Background: an optimization exercise with open tools, aiming at small area, a short achievable clock period and few clock cycles per item. Do not read the settings as production practice. Only simulation tests tie the RTL to the original design; equivalence was not proved.

==> inputs of try-raven <==
Design bindery_alu, start of the top module:
module bindery_alu (
    input  wire        clk,
    input  wire        rst,
    input  wire        in_valid,
    input  wire [1:0]  cmd,        
    input  wire [2:0]  op,         
    input  wire [2:0]  ty,         
    input  wire [63:0] a,
    input  wire        a_nf,
    input  wire [63:0] b,
    input  wire        b_nf,
    output wire        out_valid,
    output wire [63:0] res,
    output wire        res_nf,
    output wire [1:0]  res_sub
);
export LEC_CHECK = 0
export CAP_MARGIN = 20
export CORE_MARGIN = 2
export CORE_UTILIZATION = 65
export CTS_CLUSTER_DIAMETER = 80
export CTS_CLUSTER_SIZE = 20
export SLEW_MARGIN = 20
create_clock -name core_clock -period 30.0 [get_ports {clk}]
standard.sh (not shown) runs the stock make flow with config.mk's settings and CLKGATE_MAP_FILE= SYNTH_SCRIPT=/design/flow/synth_recipe.tcl, a recipe that flattens the netlist after the stock synthesis.
==> flow/flow/run.sh <==
#!/bin/bash
# Layout of bindery_alu: the standard flow (standard.sh) from synthesis
# to the final layout, with these changes to how it is made:
#  * the ports are buffered with sky130_fd_sc_hd__buf_2 cells rather than
#    the delay buffer buffer_ports picks on its own;
#  * repair_timing aims for 23.4 ns of setup slack, so it sizes the paths
#    between registers for the period the design can reach, not for 30 ns;
#  * clock tree synthesis clusters at most 20 sinks within 80 um and adds no
#    dummy loads.
# The clock, its period and every constraint are the standard flow's, unchanged.
# Every step's full log stays under orfs/logs/; what make prints goes to
# standard.log.
set -euo pipefail
bash standard.sh "BUFFER_PORTS_ARGS=-buffer_cell sky130_fd_sc_hd__buf_2" \
    SETUP_SLACK_MARGIN=23.4 \
    "CTS_ARGS=-sink_clustering_enable -repair_clock_nets -sink_clustering_size 20 -sink_clustering_max_diameter 80 -dont_use_dummy_load" \
    finish > standard.log 2>&1
==> inputs of try-harbor, as changes to try-raven <==
--- a/flow/design.v
+++ b/flow/design.v
@@ -40,15 +40,17 @@
 endmodule
 module bindery_bkadd #(
     parameter W = 64
 ) (
     input  wire [W-1:0] x,
     input  wire [W-1:0] y,
     input  wire         ci,
-    output wire [W-1:0] s
+    output wire [W-1:0] s,
+    output wire         go,          
+    output wire [W:0]   cv           
 );
     wire [W-1:0] p0 = x ^ y;
     reg  [W-1:0] g, p;
     integer l, i;
     always @(*) begin
         g = x & y;
         p = p0;
@@ -62,15 +64,17 @@
             for (i = 0; i < W; i = i + 1)
                 if (((i + 1) % (2 << l)) == (1 << l) && i >= (2 << l)) begin
                     g[i] = g[i] | (p[i] & g[i - (1 << l)]);
                     p[i] = p[i] & p[i - (1 << l)];
                 end
     end
     wire [W-1:0] c = {g[W-2:0] | (p[W-2:0] & {(W-1){ci}}), ci};
-    assign s = p0 ^ c;
+    assign s  = p0 ^ c;
+    assign go = g[W-1];
+    assign cv = {g[W-1] | (p[W-1] & ci), c};
 endmodule
 module bindery_pand #(
     parameter W = 24
 ) (
     input  wire [W-1:0] x,
     output wire [W:0]   a
 );
@@ -172,29 +176,30 @@
     output wire [63:0] res,
     output wire        res_nf,
     output wire [1:0]  res_sub
 );
     localparam C_ZSGN = 0, C_INF = 1, C_NAN = 2, C_TY = 3, C_OPS = 6, C_FIN = 7,
                C_NFX = 8,  C_FPM = 9;
     localparam WC = 10;
-    localparam W0 = 1 + 2 + 3 + 3 + 64 + 1 + 64 + 1;
+    localparam W0 = 1 + 3 + 14 + 64 + 1 + 64 + 1;
+    wire [13:0] dec = {ty == 3'd0, ty == 3'd1, ty == 3'd2, ty == 3'd3, ty == 3'd4, ty == 3'd5,
+                       op == 3'd0, op == 3'd1, op == 3'd2, op == 3'd3, op == 3'd4,
+                       cmd == 2'd0, cmd[0], cmd[1]};
     wire [W0-1:0] q0;
     bindery_cut #(.W(W0)) u_c0 (.clk(clk), .rst(rst),
-        .d({in_valid, cmd, op, ty, a, a_nf, b, b_nf}), .q(q0));
+        .d({in_valid, ty, dec, a, a_nf, b, b_nf}), .q(q0));
     wire        v0;
-    wire [1:0]  i_cmd;
-    wire [2:0]  i_op, i_ty;
+    wire [2:0]  i_ty;
+    wire        t_i32, t_i64, t_f16, t_b16, t_f32, t_f64;
+    wire        op_sum, op_min, op_max, op_and, op_or;
+    wire        leaf, two, fin;
     wire [63:0] i_a, i_b;
     wire        i_anf, i_bnf;
-    assign {v0, i_cmd, i_op, i_ty, i_a, i_anf, i_b, i_bnf} = q0;
-    wire t_i32 = (i_ty == 3'd0), t_i64 = (i_ty == 3'd1), t_f16 = (i_ty == 3'd2);
-    wire t_b16 = (i_ty == 3'd3), t_f32 = (i_ty == 3'd4), t_f64 = (i_ty == 3'd5);
-    wire op_sum = (i_op == 3'd0), op_min = (i_op == 3'd1), op_max = (i_op == 3'd2);
-    wire op_and = (i_op == 3'd3), op_or  = (i_op == 3'd4);
-    wire leaf = (i_cmd == 2'd0), two = i_cmd[0], fin = i_cmd[1];
+    assign {v0, i_ty, t_i32, t_i64, t_f16, t_b16, t_f32, t_f64, op_sum, op_min, op_max, op_and, op_or,
+            leaf, two, fin, i_a, i_anf, i_b, i_bnf} = q0;
     wire is_int = t_i32 | t_i64;
     wire half   = t_f16 | t_b16;
     wire minmax = op_min | op_max;
     wire fsum   = !is_int & op_sum;
     wire psum   = half & op_sum & !leaf;      
     wire fpm    = fsum & (!leaf | half);
     wire bz     = fpm & !two;                 
@@ -219,77 +224,62 @@
     endfunction
     wire [63:0] fa = fields(i_a);
     wire [63:0] fb = bz ? 64'd0 : fields(i_b);
     wire [10:0] Ea = fa[63:53], Eb = fb[63:53];
     wire [51:0] Fa = fa[52:1],  Fb = fb[52:1];
     wire        hda = fa[0],    hdb = fb[0];
     wire        w64 = t_i64 | t_f64;
-    wire        w32 = w64 | t_i32 | l32;
-    function [63:0] cmpkey;
-        input [63:0] v;
-        begin
-            cmpkey = {t_i64 & ~v[63], v[62:32] & {31{w64}},
-                      w64 ? v[31] : (t_i32 & ~v[31]),
-                      v[30:15] & {16{w32}}, v[14:0]};
-        end
-    endfunction
-    wire        ge0;
-    bindery_ge64 u_ge (.x(cmpkey(i_a)), .y(cmpkey(i_b)), .ge(ge0));
-    wire        ge = ge0 | bz;
     wire sa  = w64 ? i_a[63] : (l32 | t_i32) ? i_a[31] : i_a[15];
     wire sb  = bz ? 1'b1 : w64 ? i_b[63] : (l32 | t_i32) ? i_b[31] : i_b[15];
     wire xemax = l64 ? (Ea == 11'h7FF) : (Ea[7:0] == 8'hFF);
     wire yemax = l64 ? (Eb == 11'h7FF) : (Eb[7:0] == 8'hFF);
     wire xfnz  = (Fa != 52'd0);
     wire yfnz  = (Fb != 52'd0);
     wire x_nan = xemax & xfnz,  y_nan = yemax & yfnz;
     wire x_inf = xemax & !xfnz, y_inf = yemax & !yfnz;
     wire sp_nan = x_nan | y_nan | (x_inf & y_inf & (sa != sb));
     wire sp_inf = x_inf | y_inf;
     wire sp_sgn = x_inf ? sa : sb;
     wire zsgn   = sa & sb;
-    wire fp_le  = (sa & !sb) | ((sa == sb) & (sa ? ge : !ge));
-    wire le     = is_int ? !ge : fp_le;
-    wire pick_b = two & (le != op_min);
+    wire cmpm   = minmax & two;
     wire mm_nan = !is_int & !leaf & (x_nan | two & y_nan);
-    wire mm_inf = pick_b ? y_inf : x_inf;
-    wire [63:0] opa = fpm ? {8'd0, hda, Fa, 3'd0} : i_a;
-    wire [63:0] opb = fpm ? {8'd0, hdb, Fb, 3'd0} : i_b;
-    wire swap  = fpm & !ge;
-    wire s_on  = fpm | two;                   
-    wire [63:0] big = swap ? opb : opa;
-    wire [63:0] sml = !s_on ? 64'd0 : swap ? opa : opb;
     wire [10:0] ea = {Ea[10:1], Ea[0] | (Ea == 11'd0)};
     wire [10:0] eb = {Eb[10:1], Eb[0] | (Eb == 11'd0)};
     wire [10:0] dab, dba;
     wire        cab, cba;
     bindery_sadd #(.W(11)) u_dab (.x(ea), .y(~eb), .ci(1'b1), .s(dab), .co(cab));
     bindery_sadd #(.W(11)) u_dba (.x(eb), .y(~ea), .ci(1'b1), .s(dba), .co(cba));
-    wire [10:0] be  = swap ? eb : ea;
+    wire [63:0] opa = fpm ? {8'd0, hda, Fa, 3'd0} : i_a;
+    wire [63:0] opb = fpm ? {8'd0, hdb, Fb, 3'd0} : i_b;
+    wire swap  = fpm & !cab;
+    wire s_on  = fpm | two;                   
+    wire [63:0] big = swap ? opb : opa;
+    wire [63:0] sml = !s_on ? 64'd0 : swap ? opa : opb;
+    wire [10:0] be  = cab ? ea : eb;
     wire [10:0] dd  = cab ? dab : dba;        
     wire [6:0]  dsh = !fpm ? 7'd0 : (dd[10:6] != 0) ? 7'd64 : {1'b0, dd[5:0]};
     wire bs      = sp_inf ? sp_sgn : swap ? sb : sa;
-    wire eff_sub = fpm & (sa ^ sb);
-    wire [2:0] fn = (minmax & two) ? (pick_b ? 3'd5 : 3'd4) :
+    wire eff_sub = (fpm & (sa ^ sb)) | cmpm;
+    wire [2:0] fn = cmpm ? 3'd4 :
                     (!is_int | !two | op_sum) ? 3'd0 :
                     op_and ? 3'd1 : op_or ? 3'd2 : 3'd3;
     wire nfx  = leaf ? (!is_int & xemax) : (i_anf | (two & i_bnf));
     wire [WC-1:0] ctl1;
     assign ctl1[C_ZSGN] = zsgn;
-    assign ctl1[C_INF]  = fpm ? sp_inf : mm_inf;
+    assign ctl1[C_INF]  = fpm ? sp_inf : x_inf;      
     assign ctl1[C_NAN]  = fpm ? sp_nan : (minmax & mm_nan);
     assign ctl1[C_TY+2:C_TY] = i_ty;
     assign ctl1[C_OPS]  = op_sum;
     assign ctl1[C_FIN]  = fin;
     assign ctl1[C_NFX]  = nfx;
     assign ctl1[C_FPM]  = fpm;
     localparam W1 = 1 + WC + 64 + 64 + 7 + 11 + 1 + 1 + 3;
     wire [W1-1:0] q1;
     bindery_cut #(.W(W1)) u_c1 (.clk(clk), .rst(rst),
-        .d({v0, ctl1, big, sml, dsh, be, bs, eff_sub, fn}), .q(q1));
+        .d({v0, ctl1, big, sml, dsh, fpm ? be : {8'd0, y_inf, x_inf, op_min}, bs, eff_sub, fn}), .q(q1));
     wire          v1;
     wire [WC-1:0] ctl_1;
     wire [63:0]   big1, sml1;
     wire [6:0]    dsh1;
     wire [10:0]   be1;
     wire          bs1, esub1;
     wire [2:0]    fn1;
@@ -305,35 +295,54 @@
     bindery_tzc56 u_tz (.x(sml1[55:0]), .n(tz));
     wire [5:0] tzd;
     wire       tzc;
     bindery_sadd #(.W(6)) u_tzc (.x(tz), .y(~dsh1[5:0]), .ci(1'b1), .s(tzd), .co(tzc));
     wire st = (sml1[55:0] != 56'd0) & (dsh1[6] | !tzc);      
     wire [63:0] sal = {sml1[63:56], al};
     wire        s0  = (big1[0] ^ al[0]) | st;
-    wire        c1i = esub1 ? !(al[0] | st) : (big1[0] & al[0]);
+    wire        fpm1 = ctl_1[C_FPM];
+    wire        c1i = !esub1 ? (big1[0] & al[0]) :
+                      fpm1 ? (!(al[0] | st) & gall) : (big1[0] | !al[0]);
     wire [62:0] sum_hi;
+    wire        gall;
     wire [63:0] ys = {esub1 ? ~sal[63:1] : sal[63:1], sal[0]};
-    bindery_bkadd #(.W(63)) u_add (.x(big1[63:1]), .y(ys[63:1]), .ci(c1i), .s(sum_hi));
+    wire [63:0] cv;              
+    bindery_bkadd #(.W(63)) u_add (.x(big1[63:1]), .y(ys[63:1]), .ci(c1i), .s(sum_hi), .go(gall),
+        .cv(cv));
+    wire        neg = esub1 & !gall;
+    wire [2:0]  ty1  = ctl_1[C_TY+2:C_TY];
+    wire        mge  = (ty1 == 3'd5) ? cv[62] :
+                       (ty1 == 3'd4) ? cv[30] :
+                       (ty1 == 3'd1) ? (cv[63] ^ big1[63] ^ sal[63]) :
+                       (ty1 == 3'd0) ? (cv[31] ^ big1[31] ^ sal[31]) : cv[14];
+    wire        m_sa = (ty1 == 3'd5) ? big1[63] : (ty1 == 3'd4) ? big1[31] : big1[15];
+    wire        m_sb = (ty1 == 3'd5) ? sal[63]  : (ty1 == 3'd4) ? sal[31]  : sal[15];
+    wire        m_int = (ty1[2:1] == 2'b00);
+    wire        m_le = m_int ? !mge : ((m_sa & !m_sb) | ((m_sa == m_sb) & (m_sa ? mge : !mge)));
+    wire        pick_b = (m_le != be1[0]);
     wire [63:0] pp = big1 ^ ys;
     wire [63:0] gg = big1 & ys;
     reg  [63:0] ires;
     always @(*) begin
         case (fn1)
             3'd1:    ires = gg;
             3'd2:    ires = pp | gg;
             3'd3:    ires = pp;
-            3'd4:    ires = big1;
-            3'd5:    ires = sal;
-            default: ires = {sum_hi, s0};
+            3'd4:    ires = pick_b ? sal : big1;
+            default: ires = {sum_hi ^ {63{neg}}, s0};
         endcase
     end
+    wire [WC-1:0] ctl_2i;
+    assign ctl_2i[C_INF] = (fn1 == 3'd4) ? (pick_b ? be1[2] : be1[1]) : ctl_1[C_INF];
+    assign ctl_2i[C_ZSGN] = ctl_1[C_ZSGN];
+    assign ctl_2i[WC-1:C_NAN] = ctl_1[WC-1:C_NAN];
     localparam W2 = 1 + WC + 64 + 11 + 1;
     wire [W2-1:0] q2;
     bindery_cut #(.W(W2)) u_c2 (.clk(clk), .rst(rst),
-        .d({v1, ctl_1, ires, be1, bs1}), .q(q2));
+        .d({v1, ctl_2i, ires, be1, bs1 ^ neg}), .q(q2));
     wire          v2;
     wire [WC-1:0] ctl_2;
     wire [63:0]   s2;
     wire [10:0]   be2;
     wire          bs2;
     assign {v2, ctl_2, s2, be2, bs2} = q2;
     wire fpm2 = ctl_2[C_FPM];
==> flow/flow/run.sh (replaced) <==
#!/bin/bash
# Layout of bindery_alu: the standard flow (standard.sh) from synthesis
# to the final layout, with these changes to how it is made:
#  * buffer_ports buffers every port with sky130_fd_sc_hd__buf_1 rather than
#    the delay buffer it picks on its own (repair_timing then sizes the
#    output buffers up where the outputs need it);
#  * repair_timing aims for 23.15 ns of setup slack, so it sizes the paths
#    for the period the design can reach, not for 30 ns;
#  * clock tree synthesis clusters at most 20 sinks within 80 um and adds no
#    dummy loads.
# The clock, its period and every constraint are the standard flow's, unchanged.
# Every step's full log stays under orfs/logs/; what make prints goes to
# standard.log.
set -euo pipefail
bash standard.sh "BUFFER_PORTS_ARGS=-buffer_cell sky130_fd_sc_hd__buf_1" \
    SETUP_SLACK_MARGIN=23.15 \
    "CTS_ARGS=-sink_clustering_enable -repair_clock_nets -sink_clustering_size 20 -sink_clustering_max_diameter 80 -dont_use_dummy_load" \
    finish > standard.log 2>&1
CORE_UTILIZATION = 55   (was 65)
CTS_CLUSTER_DIAMETER = not set   (was 80)
CTS_CLUSTER_SIZE = not set   (was 20)
==> comparison table <==
| metric | try-raven | try-harbor |
|---|---|---|
| Routed length per placed instance | 26.98 um | 27.49 um |
| Number of clock buffers inserted by TritonCTS | 36 | 39 |
| Met2 usage | 72.48% | 67.27% |
| Die outline width | 256.5 um | 269.6 um |
| Initial core utilization | 65.72% | 55.52% |
| First-pass GRT wire length | 242.1 mm | 230.2 mm |
| Post-Synthesis Net Count | 5681 | 5161 |
| Adder-cell share of the synthesized area | 8.336% | 6.937% |
| Synth unique cells | 110 | 91 |
| Routed length on met2 | 70.27 mm | 71.70 mm |
| Clock-pin slew of the registers on the worst-case setup and hold paths | 0.08 ns | 0.07 ns |
| WP data arrival | 1.03 ns | 1.04 ns |
| Num sequential | 543 | 552 |
| Result of the run | no timing/DRC/antenna violations | no timing/DRC/antenna violations |
| Post-CTS resize count | 31 | 123 |
| Final design utilization | 70.13% | 59.99% |
Testbench counts of try-raven, summed over its fixed seeds: cycles 24,040, items 24,000.
Testbench counts of try-harbor, summed over its fixed seeds: cycles 24,040, items 24,000.

==> what the ideal ports hide <==
No port has a modelled driver above. Below, the same layouts with a new extraction and two added sets of constraints. Step 1: set_driving_cell puts a clkbuf_16 on clk and a buf_2 on each other input, an assumption about the parent block. Step 2 times the ports against the registers' clock, not the clock port: input delays grow and output delays shrink by t, the midpoint of the rising clock arrivals with the driver on. a / b / c = ideal ports / drivers / drivers and shift; a / b = the first two.
run | t, ns | setup slack, ns | worst slew at a driven data input, ns
try-raven | 0.622 | 22.972 / 22.905 / 23.507 | 0.05
try-harbor | 0.650 | 22.960 / 22.889 / 23.273 | 0.05
After both steps every run listed still meets setup and hold.
